This design comes from an exercise in tuning for small area on the open sky130 flow, not from production work.
No functional check of the RTL was part of any run shown here.
Power figures rest on the tool's default switching activity, not on a simulated workload.

==> flow/design.v (outline; a module is shown in full before it is edited, if it fits) <==
// module jet_pp: 266 lines
// module jet_mtree: 521 lines
// module jet_slot: 152 lines
// module jet_hold: 10 lines
// module jet_pick: 23 lines
// module jet_and_or15: 7 lines
// module jet_and_or13: 8 lines
// module jet_alu: 130 lines
// module jet_aslice: 22 lines
// module jet_shift: 93 lines
// module jet_cnt: 57 lines
// module jet_mac: 55 lines
// module jet_ladd: 28 lines
// module jet_lcmp: 24 lines
// module jet_fa: 10 lines
// module jet_rca: 28 lines
// module jet_pc8: 16 lines
// module jet_cpa50: 29 lines
module jet_slot (
    input  wire        clk,
    input  wire        rst,         
    input  wire        head,        
    input  wire        in_valid,    
    input  wire        end_set,     
    input  wire [63:0] insn,
    input  wire [31:0] tok_n,
    input  wire [31:0] tok_e,
    input  wire [31:0] tok_s,
    input  wire [31:0] tok_w,
    input  wire [31:0] k0,
    input  wire [31:0] k1,
    input  wire [31:0] k2,
    input  wire [31:0] k3,
    input  wire        carry_in,    
    output reg         res_valid,   
    output reg  [31:0] result,
    output reg         send_valid,  
    output reg         send_carry,
    output reg  [31:0] w0,
    output reg  [31:0] w1,
    output reg  [31:0] w2,
    output reg  [31:0] w3,
    output reg  [47:0] acc,
    output reg         c_flag,
    output reg         p_flag
);
  // ...
==> flow/flow/run.sh <==
#!/bin/bash
# The standard layout, with the smallest buffer (buf_1) on every port.
set -euo pipefail
export BUFFER_PORTS_ARGS="-buffer_cell sky130_fd_sc_hd__buf_1"
bash standard.sh > make.log 2>&1
==> flow/standard.sh <==
#!/bin/bash
# synth_recipe.tcl (not shown) runs the flow's synth.tcl, then flattens the netlist and writes it again
# the make line also repeats each setting of config.mk as NAME=value (left out here)
make -C /OpenROAD-flow-scripts/flow DESIGN_CONFIG=/design/flow/config.mk WORK_HOME=/design/flow/orfs CLKGATE_MAP_FILE= SYNTH_SCRIPT=/design/flow/synth_recipe.tcl "${@:-finish}"
==> flow/config.mk <==
export PLATFORM = sky130hd
export DESIGN_NAME = jet_slot
export DESIGN_NICKNAME = jet_slot
export VERILOG_FILES = /design/flow/design.v
export SDC_FILE = /design/flow/constraint.sdc
export NUM_CORES = 8
export LEC_CHECK = 0
export CAP_MARGIN = 20
export CORE_MARGIN = 2
export CORE_UTILIZATION = 50
export PLACE_DENSITY = 0.6
export SLEW_MARGIN = 20
export SYNTH_HIERARCHICAL = 1
export SYNTH_MINIMUM_KEEP_SIZE = 0
==> flow/constraint.sdc <==
create_clock -name core_clock -period 30.0 [get_ports {clk}]
set_input_delay 6.0000 -clock core_clock [delete_from_list [all_inputs] [get_ports {clk}]]
set_output_delay 6.0000 -clock core_clock [all_outputs]
set_load 0.01 [all_outputs]
==> insert_results.sql, run 1 <==
INSERT INTO impl_metrics (metric_group, metric, value, unit) VALUES
('status', 'outcome', 'timing/DRC/antenna clean', ''),
('die', 'taps', '1287', ''),
('pwr', 'share_comb_of_total_power', '73.1', '%'),
('layout', 'layout.buffer.nonclock.area_share', '7.357', '%'),
('pwr', 'p_int', '1.269', 'mW'),
('clock_tree', 'clkLatencyLatePin', '630', 'ps'),
('drt', 'drt-initial-drc-count', '8489', ''),
('critical_path', 'worst_r2r_end', 'p_flag', ''),
('layout', 'layout.comb_gates.multi_input', '4762', ''),
('global_route', 'met3_usage', '14.22', '%'),
('place', 'placed_cells_incl_taps', '7261', ''),
('sta', 'rsz_0062_raised_after_global_routing', 'false', ''),
('critical_path', 'cp_max_fo', '33', ''),
('critical_path', 'startpoint', 'insn[61]', ''),
('place', 'postPlaceCellArea', '52750', 'µm²'),
('layout', 'area.share.sequential', '7.929', '%'),
('pwr', 'vdd.ir_drop.worst', '0.00006772', 'V'),
('layout', 'postLayoutCoreUtil', '54.96', '%'),
('sta', 'final.min_clock_period', '28530', 'ps'),
('layout', 'clkCellAreaFrac', '1.771', '%'),
('pwr', 'total_power', '2.752', 'mW'),
('place', 'io_buffer_count', '530', ''),
('sta', 'slew_headroom', '20.01', '%'),
('global_route', 'grt_first_pass_wirelength', '366800', 'µm'),
('clock_tree', 'depth_of_the_cts_h_tree', '1', ''),
('pwr', 'power.static_leakage', '22.50', 'nW'),
('drt', 'postRouteAntennaNets', '0', ''),
('sta', 'setup_total_negative_slack', '0', 'ps'),
('drt', 'met2WireLength', '110000', 'µm'),
('global_route', 'grt-busiest-layer', 'met2', ''),
('critical_path', 'cpMaxStageDelayCell', 'sky130_fd_sc_hd__nor3_2', ''),
('yosys', 'syn_inst', '5524', ''),
('drt', 'drt-vias-per-instance', '7.319', ''),
('run', 'cap_viol_max_count', '0', ''),
('layout', 'multi_input_area', '42130', 'µm²'),
('critical_path', 'timing.critical_path.required', '30460', 'ps'),
('global_route', 'grt_antenna_before_repair', '39', ''),
('drt', 'vias', '53720', ''),
('drt', 'met3WireLength', '33510', 'µm'),
('yosys', 'postSynthAreaPerCell', '8.899', 'µm²'),
('sta', 'fin_ws', '1468', 'ps'),
('drt', 'drt_pre_antenna_iters', '13', ''),
('die', 'die-width', '317.5', 'µm');
==> run 2: changes to the inputs <==
==> flow/run.sh (new file) <==
#!/bin/bash
# synth_recipe.tcl (not shown) runs the flow's synth.tcl, then flattens the netlist and writes it again
# the make line also repeats each setting of config.mk as NAME=value (left out here)
make -C /OpenROAD-flow-scripts/flow DESIGN_CONFIG=/design/flow/config.mk WORK_HOME=/design/flow/orfs CLKGATE_MAP_FILE= SYNTH_SCRIPT=/design/flow/synth_recipe.tcl finish
removed: flow/flow/run.sh
removed: flow/standard.sh
==> run 2 against run 1 <==
  * Register-to-register slack gained 30 ps
  * Largest cell class unchanged
  * Still clean
  * Sequential power grew 1%
  * Cell count shrank 0.37%
==> insert_results.sql, run 2 <==
INSERT INTO impl_metrics (metric_group, metric, value, unit) VALUES
('critical_path', 'timing.critical_path.required', '30450', 'ps'),
('sta', 'rsz_0062_raised_after_global_routing', 'false', ''),
('yosys', 'area_of_the_mapped_netlist', '49160', 'µm²'),
('die', 'die_footprint', '100800', 'µm²'),
('layout', 'final_common_cell', 'sky130_fd_sc_hd__clkdlybuf4s50_1', ''),
('global_route', 'globalRoute.totalOverflow', '0', ''),
('layout', 'postLayoutCoreUtil', '58.15', '%'),
('critical_path', 'cp_slowest_stage_delay', '720', 'ps'),
('yosys', 'synth-warning-count', '11', ''),
('layout', 'multi_input_area', '42120', 'µm²'),
('die', 'count_of_standard_cell_rows', '115', ''),
('drt', 'drcViolationCount', '0', ''),
('drt', 'drt-initial-drc-count', '9065', ''),
('sta', 'final_max_slew_viols', '0', ''),
('layout', 'n_fill_cell', '8994', ''),
('drt', 'vias', '53130', ''),
('clock_tree', 'ctsLongestPathBuffers', '3', ''),
('critical_path', 'cp.buffers_inverters', '6', ''),
('critical_path', 'reg2regPathDepth', '64', ''),
('sta', 'max_clock_freq', '34.89', 'MHz'),
('pwr', 'vdd.ir_drop.worst', '0.00004905', 'V'),
('critical_path', 'worstSetupStartpointType', 'primary input', ''),
('layout', 'drive_gt1_share', '15.81', '%'),
('layout', 'finish.net_count', '6887', ''),
('die', 'floorplan.die.height', '317.5', 'µm'),
('global_route', 'grt_first_pass_wirelength', '362700', 'µm'),
('clock_tree', 'cts_repair_resize_count', '0', ''),
('critical_path', 'path_class', 'in2reg', ''),
('drt', 'drt_pre_antenna_iters', '14', ''),
('sta', 'setup_total_negative_slack', '0', 'ps'),
('hold_path', 'timing.hold.worst_path_depth', '2', ''),
('critical_path', 'worst_r2r_end', 'p_flag', ''),
('sta', 'fin_crit_sh', '95.54', '%'),
('place', 'io_buffer_count', '530', ''),
('global_route', 'grt_start_max_net_pins', '88', ''),
('die', 'start_util', '50.24', '%'),
('critical_path', 'r2r_slack', '8620', 'ps'),
('sta', 'fin_worst_hold_slack', '533.6', 'ps'),
('clock_tree', 'postCtsSetupBuffers', '0', ''),
('layout', 'layout.cells.non_filler', '7313', ''),
('drt', 'drt-vias-per-instance', '7.265', ''),
('status', 'outcome', 'timing/DRC/antenna clean', ''),
('drt', 'postRouteAntennaNets', '0', ''),
('hold_path', 'min-delay-path-class', 'reg2reg', ''),
('pwr', 'power.density_cell_area', '48.66', 'nW/µm²'),
('layout', 'number_of_flip_flops_in_the_largest_register', '48', ''),
('sta', 'final.min_clock_period', '28660', 'ps'),
('clock_tree', 'clkSlewWorstSetupHoldPaths', '70', 'ps'),
('global_route', 'grt_use_total', '48.80', '%'),
('global_route', 'first_global_vias', '50320', ''),
('place', 'placed_cells_incl_taps', '7252', ''),
('die', 'die-width', '317.5', 'µm'),
('sta', 'setup_viol', '0', ''),
('layout', 'area.growth.synth_to_final', '15.74', '%'),
('pwr', 'power.static_leakage', '23.77', 'nW'),
('critical_path', 'r2r-start', 'c_flag', ''),
('place', 'postPlaceCellArea', '55940', 'µm²'),
('critical_path', 'cp_max_fo', '17', ''),
('clock_tree', 'depth_of_the_cts_h_tree', '1', ''),
('hold_path', 'min-delay-start', 'c_flag', ''),
('clock_tree', 'tritoncts', 'built', ''),
('critical_path', 'crit_arrival', '29110', 'ps'),
('global_route', 'grt_antenna_before_repair', '22', ''),
('clock_tree', 'clkLatencyLatePin', '630', 'ps'),
('sta', 'final-hold-violation-count', '0', ''),
('yosys', 'postSynthAreaPerCell', '8.899', 'µm²'),
('clock_tree', 'numClockSinks', '213', ''),
('sta', 'finClkSkew', '66.63', 'ps'),
('die', 'top_level_pins', '539', ''),
('clock_tree', 'ctsRootBufferMaster', 'sky130_fd_sc_hd__clkbuf_16', ''),
('drt', 'wirelength', '255800', 'µm'),
('layout', 'area.sequential', '4264', 'µm²'),
('clock_tree', 'numCtsBuffers', '27', ''),
('yosys', 'syn_inst', '5524', ''),
('critical_path', 'crit_path_end_kind', 'register', ''),
('place', 'dp.final_hpwl', '200400', 'µm'),
('layout', 'top_library_cells_by_usage_in_the_layout_fill_and_taps_aside', 'sky130_fd_sc_hd__clkdlybuf4s50_1 (524), sky130_fd_sc_hd__fa_1 (507), sky130_fd_sc_hd__nor2_1 (506)', ''),
('sta', 'worst_slew_pin_slew', '1102', 'ps'),
('sta', 'slew_headroom', '26.24', '%'),
('clock_tree', 'cts_hold_buffers', '0', ''),
('die', 'coreArea', '97840', 'µm²'),
('run', 'cap_viol_max_count', '0', ''),
('layout', 'final_cell_area', '56890', 'µm²'),
('critical_path', 'crit_path_max_delay_family', 'adder cells', ''),
('critical_path', 'timing.critical_path.mode_cell', 'sky130_fd_sc_hd__fa_1', ''),
('drt', 'detailed_route_wire_length_per_cell', '34.98', 'µm'),
('layout', 'registers.top_by_ff_count', 'acc', ''),
('critical_path', 'cpMaxStageDelayCell', 'sky130_fd_sc_hd__clkdlybuf4s50_1', ''),
('place', 'place_congestion', '1.056', ''),
('hold_path', 'hold-path-endpoint', 'c_flag', '');
run 2: power breakdown:
group / leakage [nW] / total [mW] / internal, mW / switching (mW)
Sequential: 1.74 / 0.379 / 0.320 / 0.0584
Combinational: 21.6 / 2.03 / 0.797 / 1.23
Clock: 0.436 / 0.363 / 0.201 / 0.162
run 2: cell type report:
type	count	share of cell area, %
multi-input combinational	4762	74.03
timing repair buffer	780	12.58
clock inverter	16	0.3409
inverter	210	1.385
sequential	213	7.495
antenna	12	0.05278
tap	1287	2.830
clock buffer	33	1.280
run 2: worst max path at each step:
stage	start	end	slack (ps)	cells after the start
global placement	insn[59]	p_flag	1600	68
CTS	insn[59]	p_flag	2040	69
floorplan	insn[62]	acc[37]	3890	71
global route	insn[59]	acc[15]	830	69
finish	insn[61]	p_flag	1340	70
detailed placement	insn[59]	acc[15]	1480	69
run 2: layer usage:
| layer | GRT usage (%) | wire (µm) |
|---|---|---|
| met5 | 0 | 147 |
| met3 | 15.14 | 34640 |
| met1 | 61.34 | 92340 |
| met2 | 72.52 | 107400 |
| met4 | 31.44 | 21340 |
run 2: worst register-to-register path: cells and delay by family, from the launching register on:
kind,cells,cell delay [ps]
adders and majority gates,28,10980
muxes,8,3310
and+or+nand+nor,12,3230
AOI/OAI and AO/OA,9,2420
buffers and inverters,6,780
DFF,1,340
xor gates and xnor gates,1,200
run 2: metrics by stage:
stage          power, mW  setup slack, ps
2_1_floorplan      1.526             3895
3_3_place_gp       2.289             1598
3_5_place_dp       2.309             1477
4_1_cts            2.672             2039
5_1_grt            2.861            825.1
6_report           2.768             1337
==> module jet_alu, before the edit <==
module jet_alu (
    input  wire [31:0] a,
    input  wire [31:0] b,
    input  wire [31:0] c,
    input  wire        grp_ar,
    input  wire        grp_lg,      
    input  wire        grp_se,
    input  wire        grp_cp,
    input  wire        grp_ab,
    input  wire        emit,
    input  wire [2:0]  fn,
    input  wire        m8,
    input  wire        m16,
    input  wire        sgn,
    input  wire        sat,
    input  wire        cin,
    input  wire        p,
    output wire [31:0] out,
    output wire [31:0] absd,        
    output wire        all_true,    
    output wire        carry        
);
    genvar i, k;
    wire brk16 = m8 | m16;
    wire m32   = ~brk16;
    wire o_add  = grp_ar & (fn == 3'd0);
    wire o_addc = grp_ar & (fn == 3'd2);
    wire o_subc = grp_ar & (fn == 3'd3);
    wire o_neg  = grp_ar & (fn == 3'd4);
    wire o_avg  = grp_ar & (fn == 3'd5);
    wire sat_ar = sat & grp_ar & ~(fn[2] & fn[0]);    
    function [1:0] top;
        input [1:0] bb;
        input       l8, l16;
        top = l8 ? bb : (l16 ? {bb[1], 1'b1} : 2'd3);
    endfunction
    wire        inv1 = ~(o_add | o_addc | o_avg);
    wire        ci1  = (o_addc | o_subc) ? cin : ~o_add;
    wire [31:0] y1   = b ^ {32{inv1}};
    wire [31:0] s1;
    wire [3:0]  co1;
    jet_ladd u_add1 (.x(a), .y(y1), .ci(ci1), .m8(m8), .brk16(brk16), .s(s1), .co(co1));
    assign carry = co1[3];
    wire        o_clamp = grp_cp & fn[2] & fn[1];
    wire [31:0] x2 = o_clamp ? c : b;
    wire [31:0] s2;
    wire [3:0]  co2;
    jet_ladd u_add2 (.x(x2), .y(~a), .ci(1'b1), .m8(m8), .brk16(brk16), .s(s2), .co(co2));
    wire [3:0] cb;
    jet_lcmp u_cmp (.x(c), .y(~b), .m8(m8), .brk16(brk16), .co(cb));
    wire [3:0] sw1, sx1, sw2, sx2, sx3, zb1;
    generate for (k = 0; k < 4; k = k + 1) begin : ext
        wire xe = sgn & a[8*k+7];
        wire ye = sgn ? y1[8*k+7] : inv1;
        assign sw1[k] = xe ^ ye ^ co1[k];
        assign sx1[k] = xe ^ ye ^ ((xe & ye) | (xe & co1[k]) | (ye & co1[k]));
        wire xf = sgn & x2[8*k+7];
        wire yf = ~xe;
        assign sw2[k] = xf ^ yf ^ co2[k];
        assign sx2[k] = xf ^ yf ^ ((xf & yf) | (xf & co2[k]) | (yf & co2[k]));
        wire xc = sgn & c[8*k+7];
        wire yc = ~(sgn & b[8*k+7]);
        assign sx3[k] = xc ^ yc ^ ((xc & yc) | (xc & cb[k]) | (yc & cb[k]));
        assign zb1[k] = ~|s1[8*k+7:8*k];
    end endgenerate
    wire [3:0] lt1, lt2, eq1, satl, swl, sxl, istop;
    wire z01 = &zb1[1:0], z23 = &zb1[3:2], z03 = &zb1;
    generate for (k = 0; k < 4; k = k + 1) begin : lane
        localparam [1:0] KK = k;
        wire [1:0] t = top(KK, m8, m16);
        assign lt1[k] = sx1[t];
        assign lt2[k] = sx2[t] | sx3[t];
        assign eq1[k] = m8 ? zb1[k] : (m16 ? ((k < 2) ? z01 : z23) : z03);
        assign swl[k] = o_neg ? sw2[t] : sw1[t];
        assign sxl[k] = o_neg ? sx2[t] : sx1[t];
        wire ov = sgn ? (swl[k] ^ (o_neg ? s2[8*t+7] : s1[8*t+7])) : swl[k];
        assign satl[k] = sat_ar & ov;
        assign istop[k] = (t == KK);
    end endgenerate
    wire [3:0] truth;
    generate for (k = 0; k < 4; k = k + 1) begin : tr
        assign truth[k] = fn[1] ? (lt1[k] | (fn[0] & eq1[k])) : (eq1[k] ^ fn[0]);
    end endgenerate
    assign all_true = &truth;
    localparam [3:0] F_A = 4'b1100, F_B = 4'b1010;
    reg [3:0] flg;
    always @* begin
        case (fn)
            3'd0:    flg = 4'b1000;               
            3'd1:    flg = 4'b1110;               
            3'd2:    flg = 4'b0110;               
            3'd3:    flg = 4'b0100;               
            3'd4:    flg = 4'b0011;               
            default: flg = F_A;                   
        endcase
    end
    wire o_selm = grp_se & fn[0];
    wire [3:0] cfg [0:3];
    wire [3:0] cfgt [0:3];
    wire [3:0] lt2c, apass;
    generate for (k = 0; k < 4; k = k + 1) begin : ctl
        wire sv  = sgn ? ~swl[k] : ~sxl[k];
        wire svt = sgn ? (istop[k] ? swl[k] : ~swl[k]) : ~sxl[k];
        wire [3:0] fcp = fn[2] ? (((fn != 3'd4) ^ lt1[k]) ? F_A : F_B) : {4{truth[k]}};
        wire [3:0] fo = ({4{grp_lg}} & (emit ? F_A : flg)) |
                        ({4{grp_se}} & ((p & ~fn[0]) ? F_A : F_B)) |
                        ({4{grp_cp}} & fcp);
        assign cfg[k]  = grp_ar ? {4{sv}}  : fo;
        assign cfgt[k] = grp_ar ? {4{svt}} : fo;
        assign lt2c[k]  = o_clamp & lt2[k];
        assign apass[k] = (grp_ar & ~satl[k]) | (grp_ab & ~(fn[0] & ~m32));    
    end endgenerate
    wire [3:0] dsel = ({4{grp_ab}} & lt1) | {4{o_neg}};
    generate for (i = 0; i < 32; i = i + 1) begin : sl
        localparam integer BY = i / 8;
        wire up;                                  
        if (i % 8 == 7) begin : t7
            if (i == 31) begin : t31
                assign up = sw1[3];
            end else begin : tn
                assign up = istop[BY] ? swl[BY] : s1[i+1];
            end
        end else begin : nt
            assign up = s1[i+1];
        end
        jet_aslice u (.a(a[i]), .b(b[i]), .c(c[i]), .s1(s1[i]), .s1u(up), .s2(s2[i]),
                      .cfg((i % 8 == 7) ? cfgt[BY] : cfg[BY]), .lt2c(lt2c[BY]), .selm(o_selm),
                      .dsel(dsel[BY]), .avg(o_avg), .apass(apass[BY]), .out(out[i]), .d(absd[i]));
    end endgenerate
endmodule
==> module jet_aslice, before the edit <==
module jet_aslice (
    input  wire       a,
    input  wire       b,
    input  wire       c,
    input  wire       s1,          
    input  wire       s1u,         
    input  wire       s2,          
    input  wire [3:0] cfg,         
    input  wire       lt2c,        
    input  wire       selm,        
    input  wire       dsel,        
    input  wire       avg,
    input  wire       apass,       
    output wire       out,
    output wire       d
);
    assign d = dsel ? s2 : s1;
    wire f  = cfg[{a, b}];
    wire sc = (selm & c) | lt2c;
    wire so = sc ? (selm ? a : c) : f;
    assign out = apass ? (avg ? s1u : d) : so;
endmodule
==> module jet_lcmp, before the edit <==
module jet_lcmp (
    input  wire [31:0] x,
    input  wire [31:0] y,
    input  wire        m8,
    input  wire        brk16,
    output wire [3:0]  co
);
    genvar i;
    wire [31:0] k;
    generate for (i = 0; i < 32; i = i + 1) begin : ch
        wire c;
        if (i == 0) begin : b0
            assign c = 1'b1;
        end else if (i == 8 || i == 24) begin : b8
            assign c = m8 | k[i-1];
        end else if (i == 16) begin : b16
            assign c = brk16 | k[i-1];
        end else begin : bn
            assign c = k[i-1];
        end
        assign k[i] = (x[i] & y[i]) | (x[i] & c) | (y[i] & c);
    end endgenerate
    assign co = {k[31], k[23], k[15], k[7]};
endmodule
==> run 3: changes to the inputs <==
--- a/flow/design.v
+++ b/flow/design.v
@@ -1016,6 +1016,7 @@
     wire o_neg  = grp_ar & (fn == 3'd4);
     wire o_avg  = grp_ar & (fn == 3'd5);
     wire sat_ar = sat & grp_ar & ~(fn[2] & fn[0]);    
+    wire o_clamp = grp_cp & fn[2] & fn[1];
     function [1:0] top;
         input [1:0] bb;
         input       l8, l16;
@@ -1024,31 +1025,29 @@
     wire        inv1 = ~(o_add | o_addc | o_avg);
     wire        ci1  = (o_addc | o_subc) ? cin : ~o_add;
     wire [31:0] y1   = b ^ {32{inv1}};
-    wire [31:0] s1;
-    wire [3:0]  co1;
-    jet_ladd u_add1 (.x(a), .y(y1), .ci(ci1), .m8(m8), .brk16(brk16), .s(s1), .co(co1));
+    wire [31:0] s1, sa;
+    wire [3:0]  co1, coa;
+    jet_ladd2 u_add1 (.x(a), .y(y1), .ci(ci1), .m8(m8), .brk16(brk16), .s(s1), .sa(sa),
+                      .co(co1), .coa(coa));
     assign carry = co1[3];
-    wire        o_clamp = grp_cp & fn[2] & fn[1];
-    wire [31:0] x2 = o_clamp ? c : b;
-    wire [31:0] s2;
-    wire [3:0]  co2;
-    jet_ladd u_add2 (.x(x2), .y(~a), .ci(1'b1), .m8(m8), .brk16(brk16), .s(s2), .co(co2));
-    wire [3:0] cb;
-    jet_lcmp u_cmp (.x(c), .y(~b), .m8(m8), .brk16(brk16), .co(cb));
-    wire [3:0] sw1, sx1, sw2, sx2, sx3, zb1;
+    wire [31:0] cn = ~c;
+    wire [3:0] ca, cb;
+    jet_lcmp u_cma (.x(a), .y(cn), .m8(m8), .brk16(brk16), .co(ca));
+    jet_lcmp u_cmb (.x(b), .y(cn), .m8(m8), .brk16(brk16), .co(cb));
+    wire [3:0] sw1, sx1, swa, sxa, sxca, sxcb, zb1;
     generate for (k = 0; k < 4; k = k + 1) begin : ext
         wire xe = sgn & a[8*k+7];
         wire ye = sgn ? y1[8*k+7] : inv1;
-        assign sw1[k] = xe ^ ye ^ co1[k];
-        assign sx1[k] = xe ^ ye ^ ((xe & ye) | (xe & co1[k]) | (ye & co1[k]));
-        wire xf = sgn & x2[8*k+7];
-        wire yf = ~xe;
-        assign sw2[k] = xf ^ yf ^ co2[k];
-        assign sx2[k] = xf ^ yf ^ ((xf & yf) | (xf & co2[k]) | (yf & co2[k]));
-        wire xc = sgn & c[8*k+7];
-        wire yc = ~(sgn & b[8*k+7]);
-        assign sx3[k] = xc ^ yc ^ ((xc & yc) | (xc & cb[k]) | (yc & cb[k]));
-        assign zb1[k] = ~|s1[8*k+7:8*k];
+        wire pe = xe ^ ye;
+        assign sw1[k]  = pe ^ co1[k];
+        assign sx1[k]  = pe ? ~co1[k] : xe;
+        assign swa[k]  = pe ^ coa[k];
+        assign sxa[k]  = pe ? ~coa[k] : xe;
+        wire xb = sgn & b[8*k+7];
+        wire yc = ~(sgn & c[8*k+7]);
+        assign sxca[k] = (xe ^ yc) ? ~ca[k] : xe;
+        assign sxcb[k] = (xb ^ yc) ? ~cb[k] : xb;
+        assign zb1[k]  = ~|s1[8*k+7:8*k];
     end endgenerate
     wire [3:0] lt1, lt2, eq1, satl, swl, sxl, istop;
     wire z01 = &zb1[1:0], z23 = &zb1[3:2], z03 = &zb1;
@@ -1056,11 +1055,11 @@
         localparam [1:0] KK = k;
         wire [1:0] t = top(KK, m8, m16);
         assign lt1[k] = sx1[t];
-        assign lt2[k] = sx2[t] | sx3[t];
+        assign lt2[k] = ~sxca[t] | ~sxcb[t];     
         assign eq1[k] = m8 ? zb1[k] : (m16 ? ((k < 2) ? z01 : z23) : z03);
-        assign swl[k] = o_neg ? sw2[t] : sw1[t];
-        assign sxl[k] = o_neg ? sx2[t] : sx1[t];
-        wire ov = sgn ? (swl[k] ^ (o_neg ? s2[8*t+7] : s1[8*t+7])) : swl[k];
+        assign swl[k] = o_neg ? ~swa[t] : sw1[t];
+        assign sxl[k] = o_neg ? ~sxa[t] : sx1[t];
+        wire ov = sgn ? (o_neg ? (swa[t] ^ sa[8*t+7]) : (sw1[t] ^ s1[8*t+7])) : swl[k];
         assign satl[k] = sat_ar & ov;
         assign istop[k] = (t == KK);
     end endgenerate
@@ -1110,7 +1109,7 @@
         end else begin : nt
             assign up = s1[i+1];
         end
-        jet_aslice u (.a(a[i]), .b(b[i]), .c(c[i]), .s1(s1[i]), .s1u(up), .s2(s2[i]),
+        jet_aslice u (.a(a[i]), .b(b[i]), .c(c[i]), .s1(s1[i]), .s1u(up), .sa(sa[i]),
                       .cfg((i % 8 == 7) ? cfgt[BY] : cfg[BY]), .lt2c(lt2c[BY]), .selm(o_selm),
                       .dsel(dsel[BY]), .avg(o_avg), .apass(apass[BY]), .out(out[i]), .d(absd[i]));
     end endgenerate
@@ -1121,7 +1120,7 @@
     input  wire       c,
     input  wire       s1,          
     input  wire       s1u,         
-    input  wire       s2,          
+    input  wire       sa,          
     input  wire [3:0] cfg,         
     input  wire       lt2c,        
     input  wire       selm,        
@@ -1131,7 +1130,7 @@
     output wire       out,
     output wire       d
 );
-    assign d = dsel ? s2 : s1;
+    assign d = dsel ? ~sa : s1;
     wire f  = cfg[{a, b}];
     wire sc = (selm & c) | lt2c;
     wire so = sc ? (selm ? a : c) : f;
@@ -1342,33 +1341,43 @@
     wire sov = sat & acc_only & ov;
     assign out = sov ? {sgn ? t[49] : ~t[49], {47{~t[49]}}} : t[47:0];
 endmodule
-module jet_ladd (
+module jet_ladd2 (
     input  wire [31:0] x,
     input  wire [31:0] y,
     input  wire        ci,
     input  wire        m8,
     input  wire        brk16,
     output wire [31:0] s,
-    output wire [3:0]  co         
+    output wire [31:0] sa,
+    output wire [3:0]  co,        
+    output wire [3:0]  coa        
 );
     genvar k;
     wire [7:0] s0 [1:3];
     wire [7:0] s1 [1:3];
     wire [3:1] k0, k1;
-    wire [3:0] cb;                
-    wire [3:0] cout;              
-    jet_rca #(8) u_b0 (.x(x[7:0]), .y(y[7:0]), .ci(ci), .s(s[7:0]), .co(cout[0]));
+    wire [3:0] cb, cba;           
+    wire [3:0] cout, couta;       
+    jet_rca #(8)    u_b0  (.x(x[7:0]), .y(y[7:0]), .ci(ci),   .s(s[7:0]),  .co(cout[0]));
+    jet_rca #(8, 0) u_b0a (.x(x[7:0]), .y(y[7:0]), .ci(1'b0), .s(sa[7:0]), .co(couta[0]));
     generate for (k = 1; k < 4; k = k + 1) begin : by
         jet_rca #(8, 0) u_0 (.x(x[8*k+7:8*k]), .y(y[8*k+7:8*k]), .ci(1'b0), .s(s0[k]), .co(k0[k]));
         jet_rca #(8, 1) u_1 (.x(x[8*k+7:8*k]), .y(y[8*k+7:8*k]), .ci(1'b1), .s(s1[k]), .co(k1[k]));
-        assign s[8*k+7:8*k] = cb[k] ? s1[k] : s0[k];
-        assign cout[k] = cb[k] ? k1[k] : k0[k];
-    end endgenerate
-    assign cb[0] = ci;
-    assign cb[1] = m8 ? ci : cout[0];
-    assign cb[2] = brk16 ? ci : cout[1];
-    assign cb[3] = m8 ? ci : cout[2];
-    assign co = cout;
+        assign s[8*k+7:8*k]  = cb[k]  ? s1[k] : s0[k];
+        assign cout[k]       = cb[k]  ? k1[k] : k0[k];
+        assign sa[8*k+7:8*k] = cba[k] ? s1[k] : s0[k];
+        assign couta[k]      = cba[k] ? k1[k] : k0[k];
+    end endgenerate
+    assign cb[0]  = ci;
+    assign cb[1]  = m8 ? ci : cout[0];
+    assign cb[2]  = brk16 ? ci : cout[1];
+    assign cb[3]  = m8 ? ci : cout[2];
+    assign cba[0] = 1'b0;
+    assign cba[1] = ~m8 & couta[0];
+    assign cba[2] = ~brk16 & couta[1];
+    assign cba[3] = ~m8 & couta[2];
+    assign co  = cout;
+    assign coa = couta;
 endmodule
 module jet_lcmp (
     input  wire [31:0] x,
@@ -1380,17 +1389,19 @@
     genvar i;
     wire [31:0] k;
     generate for (i = 0; i < 32; i = i + 1) begin : ch
-        wire c;
         if (i == 0) begin : b0
-            assign c = 1'b1;
-        end else if (i == 8 || i == 24) begin : b8
-            assign c = m8 | k[i-1];
-        end else if (i == 16) begin : b16
-            assign c = brk16 | k[i-1];
+            assign k[i] = x[i] & y[i];
         end else begin : bn
-            assign c = k[i-1];
+            wire c;
+            if (i == 8 || i == 24) begin : b8
+                assign c = ~m8 & k[i-1];
+            end else if (i == 16) begin : b16
+                assign c = ~brk16 & k[i-1];
+            end else begin : bm
+                assign c = k[i-1];
+            end
+            assign k[i] = (x[i] & y[i]) | (x[i] & c) | (y[i] & c);
         end
-        assign k[i] = (x[i] & y[i]) | (x[i] & c) | (y[i] & c);
     end endgenerate
     assign co = {k[31], k[23], k[15], k[7]};
 endmodule
==> flow/flow/run.sh (new file) <==
#!/bin/bash
# The standard layout, with the smallest buffer (buf_1) on every port.
set -euo pipefail
export BUFFER_PORTS_ARGS="-buffer_cell sky130_fd_sc_hd__buf_1"
bash standard.sh > make.log 2>&1
==> flow/standard.sh (new file) <==
#!/bin/bash
# synth_recipe.tcl (not shown) runs the flow's synth.tcl, then flattens the netlist and writes it again
# the make line also repeats each setting of config.mk as NAME=value (left out here)
make -C /OpenROAD-flow-scripts/flow DESIGN_CONFIG=/design/flow/config.mk WORK_HOME=/design/flow/orfs CLKGATE_MAP_FILE= SYNTH_SCRIPT=/design/flow/synth_recipe.tcl "${@:-finish}"
removed: flow/run.sh
==> run 3 against run 2 <==
  * Wire length up 13%
  * Critical path depth shrank 3
  * Die area down 1.3%
  * Fmax is 2.6% lower
  * Critical path type unchanged
==> insert_results.sql, run 3 <==
INSERT INTO impl_metrics (metric_group, metric, value, unit) VALUES
('sta', 'final_max_slew_viols', '0', ''),
('die', 'top_level_pins', '539', ''),
('run', 'cap_viol_max_count', '0', ''),
('drt', 'wirelength', '290000', 'µm'),
('yosys', 'postSynthAreaPerCell', '8.707', 'µm²'),
('pwr', 'switching_share', '54.72', '%'),
('place', 'place_congestion', '1.229', ''),
('critical_path', 'crit_arrival', '29950', 'ps'),
('layout', 'multi_input_area', '41670', 'µm²'),
('sta', 'rsz_0062_raised_after_global_routing', 'false', ''),
('critical_path', 'crit_path_end_kind', 'register', ''),
('sta', 'max_clock_freq', '33.97', 'MHz'),
('die', 'coreArea', '96420', 'µm²'),
('yosys', 'area_of_the_mapped_netlist', '48490', 'µm²'),
('hold_path', 'hold-path-endpoint', 'c_flag', ''),
('clock_tree', 'depth_of_the_cts_h_tree', '1', ''),
('hold_path', 'min-delay-path-class', 'reg2reg', ''),
('drt', 'drt-vias-per-instance', '7.638', ''),
('critical_path', 'worst_r2r_end', 'w0[14]', ''),
('drt', 'vias', '56440', ''),
('critical_path', 'cp_slowest_stage_delay', '720', 'ps'),
('clock_tree', 'numClockSinks', '213', ''),
('clock_tree', 'postCtsSetupBuffers', '0', ''),
('sta', 'slew_headroom', '17.54', '%'),
('drt', 'detailed_route_wire_length_per_cell', '39.25', 'µm'),
('drt', 'drt-initial-drc-count', '11020', ''),
('clock_tree', 'numCtsBuffers', '29', ''),
('yosys', 'synth-warning-count', '11', ''),
('critical_path', 'timing.critical_path.mode_cell', 'sky130_fd_sc_hd__fa_1', ''),
('clock_tree', 'clkLatencyLatePin', '660', 'ps'),
('critical_path', 'r2r_slack', '7690', 'ps'),
('sta', 'finClkSkew', '41.94', 'ps'),
('pwr', 'pwr-share-clk', '13.8', '%'),
('global_route', 'grt_start_max_net_pins', '70', ''),
('hold_path', 'timing.hold.worst_path_depth', '2', ''),
('layout', 'area.sequential', '4264', 'µm²'),
('sta', 'setup_total_negative_slack', '0', 'ps'),
('layout', 'postLayoutCoreUtil', '55.25', '%'),
('pwr', 'power_frac_seq', '13.6', '%'),
('clock_tree', 'cts_repair_resize_count', '0', ''),
('clock_tree', 'ctsRootBufferMaster', 'sky130_fd_sc_hd__clkbuf_16', ''),
('global_route', 'grt_antenna_before_repair', '55', ''),
('clock_tree', 'tritoncts', 'built', ''),
('pwr', 'share_comb_of_total_power', '72.7', '%'),
('status', 'outcome', 'timing/DRC/antenna clean', ''),
('critical_path', 'reg2regPathDepth', '61', ''),
('layout', 'number_of_flip_flops_in_the_largest_register', '48', ''),
('global_route', 'globalRoute.totalOverflow', '0', ''),
('die', 'die-width', '315.4', 'µm'),
('clock_tree', 'clkSlewWorstSetupHoldPaths', '60', 'ps'),
('die', 'count_of_standard_cell_rows', '114', ''),
('drt', 'drt_pre_antenna_iters', '13', ''),
('pwr', 'vdd.ir_drop.worst', '0.00006824', 'V'),
('layout', 'finish.net_count', '6880', ''),
('pwr', 'power.density_cell_area', '53.06', 'nW/µm²'),
('clock_tree', 'cts_hold_buffers', '0', ''),
('die', 'start_util', '50.29', '%'),
('pwr', 'power.static_leakage', '21.92', 'nW'),
('global_route', 'grt_use_total', '55.81', '%'),
('pwr', 'p_int', '1.280', 'mW'),
('layout', 'top_library_cells_by_usage_in_the_layout_fill_and_taps_aside', 'sky130_fd_sc_hd__nor2_1 (529), sky130_fd_sc_hd__buf_1 (524), sky130_fd_sc_hd__fa_1 (452)', ''),
('layout', 'area.growth.synth_to_final', '9.862', '%'),
('drt', 'drcViolationCount', '0', ''),
('die', 'floorplan.die.height', '315.4', 'µm'),
('hold_path', 'min-delay-start', 'c_flag', ''),
('sta', 'worst_slew_pin_slew', '1232', 'ps'),
('clock_tree', 'ctsLongestPathBuffers', '3', ''),
('sta', 'fin_ws', '566.1', 'ps'),
('pwr', 'total_power', '2.827', 'mW'),
('critical_path', 'timing.critical_path.required', '30510', 'ps'),
('yosys', 'syn_inst', '5569', ''),
('pwr', 'net-switching-power', '1.547', 'mW'),
('critical_path', 'path_class', 'in2reg', ''),
('place', 'pre_cts_ws', '1066', 'ps'),
('critical_path', 'worstSetupStartpointType', 'primary input', ''),
('layout', 'final_common_cell', 'sky130_fd_sc_hd__nor2_1', ''),
('die', 'die_footprint', '99490', 'µm²'),
('layout', 'drive_gt1_share', '15.64', '%'),
('sta', 'final.min_clock_period', '29430', 'ps'),
('place', 'io_buffer_count', '530', ''),
('sta', 'fin_crit_sh', '98.11', '%'),
('layout', 'registers.top_by_ff_count', 'acc', ''),
('sta', 'final-hold-violation-count', '0', ''),
('place', 'dp.final_hpwl', '222300', 'µm'),
('sta', 'setup_viol', '0', ''),
('critical_path', 'crit_path_max_delay_family', 'adder cells', ''),
('critical_path', 'cpMaxStageDelayCell', 'sky130_fd_sc_hd__a221oi_1', ''),
('critical_path', 'r2r-start', 'w1[0]', ''),
('sta', 'fin_worst_hold_slack', '522.9', 'ps'),
('critical_path', 'cp_max_fo', '18', ''),
('global_route', 'first_global_vias', '50360', ''),
('critical_path', 'cp.buffers_inverters', '7', ''),
('drt', 'postRouteAntennaNets', '0', ''),
('layout', 'n_fill_cell', '9302', ''),
('global_route', 'grt_first_pass_wirelength', '394800', 'µm');
## run 3: how the worst max path moves through the flow
stage | from | to | slack [ps] | cells past startpoint
2_1_floorplan | insn[62] | acc[37] | 3610 | 71
3_3_place_gp | insn[62] | w1[14] | 1330 | 67
3_5_place_dp | insn[60] | w3[14] | 1070 | 70
4_1_cts | insn[60] | w0[14] | 1670 | 70
5_1_grt | insn[60] | acc[17] | 400 | 70
6_report | insn[62] | w0[14] | 570 | 67
## run 3: worst register-to-register path: cells and delay by family (launching register included)
family / cells / cell delay, ps
xor gates and xnor gates: 3 / 700
muxes: 8 / 3250
adders and majority gates: 25 / 10290
buffers and inverters: 5 / 1470
AOI/OAI and AO/OA: 11 / 3420
DFF: 1 / 410
and+or+nand+nor: 9 / 2660
## run 3: layer usage
layer  GRT usage (%)  up-vias  wire length (µm)
li1                -    22190                 -
met1           67.51    27480            102200
met2           75.42     5316            111000
met3           29.28     1421             49100
met4           38.33       40             26730
met5           4.451        -               922
## run 3: per-stage QoR
stage | instance area [µm²] | cells
after floorplan | 48690 | 5623
after global placement | 52120 | 7295
after detailed placement | 52130 | 7295
after CTS | 53140 | 7345
after global routing | 53230 | 7372
final | 53270 | 7390
## run 3: area by class of cell
type                            instances  area share, %
Timing Repair Buffer                  791          7.455
Antenna cell                           45         0.2114
Sequential cell                       213          8.004
Clock buffer                           35          1.461
Tap cell                             1276          2.997
Multi-Input combinational cell       4844          78.22
Clock inverter                         15         0.4463
Inverter                              171          1.205
## run 3: power by group through the flow
stage	registers (mW)	clock network [mW]	logic [mW]
2_1_floorplan	0.370	0	1.17
3_3_place_gp	0.379	0	1.88
3_5_place_dp	0.380	0	1.91
4_1_cts	0.374	0.384	1.92
5_1_grt	0.380	0.394	2.12
6_report	0.383	0.390	2.05

afterwards: timing with drivers on the ports:
No port has a modelled driver above. Below, the same layouts with a new extraction and two added sets of constraints. Step 1 assumes that a clkbuf_16 drives the clock port and a buf_2 every other input. Step 2 also shifts input and output timing later by t, the mid clock arrival at the registers, as if the neighbouring blocks saw the same clock. a / b / c = ideal / step 1 / step 2; a / b = the first two.
run	t (ns)	setup slack, ns	worst hold slack (ns)	latest minus earliest clock arrival (ns)	worst slew at a driven data input, ns
run 1	0.680	1.468 / 1.372 / 0.692	0.529 / 0.529 / 0.529	0.043 / 0.042	0.21
run 2	0.676	1.337 / 1.234 / 0.558	0.534 / 0.534 / 0.534	0.067 / 0.066	0.20
run 3	0.724	0.566 / 0.570 / -0.154	0.523 / 0.523 / 0.523	0.042 / 0.042	0.21
Met with ideal ports but missed after step 2: setup timing in run 3. For run 2, which loses most, drivers alone change the setup slack by -0.103 ns; drivers and shift together by -0.779 ns.
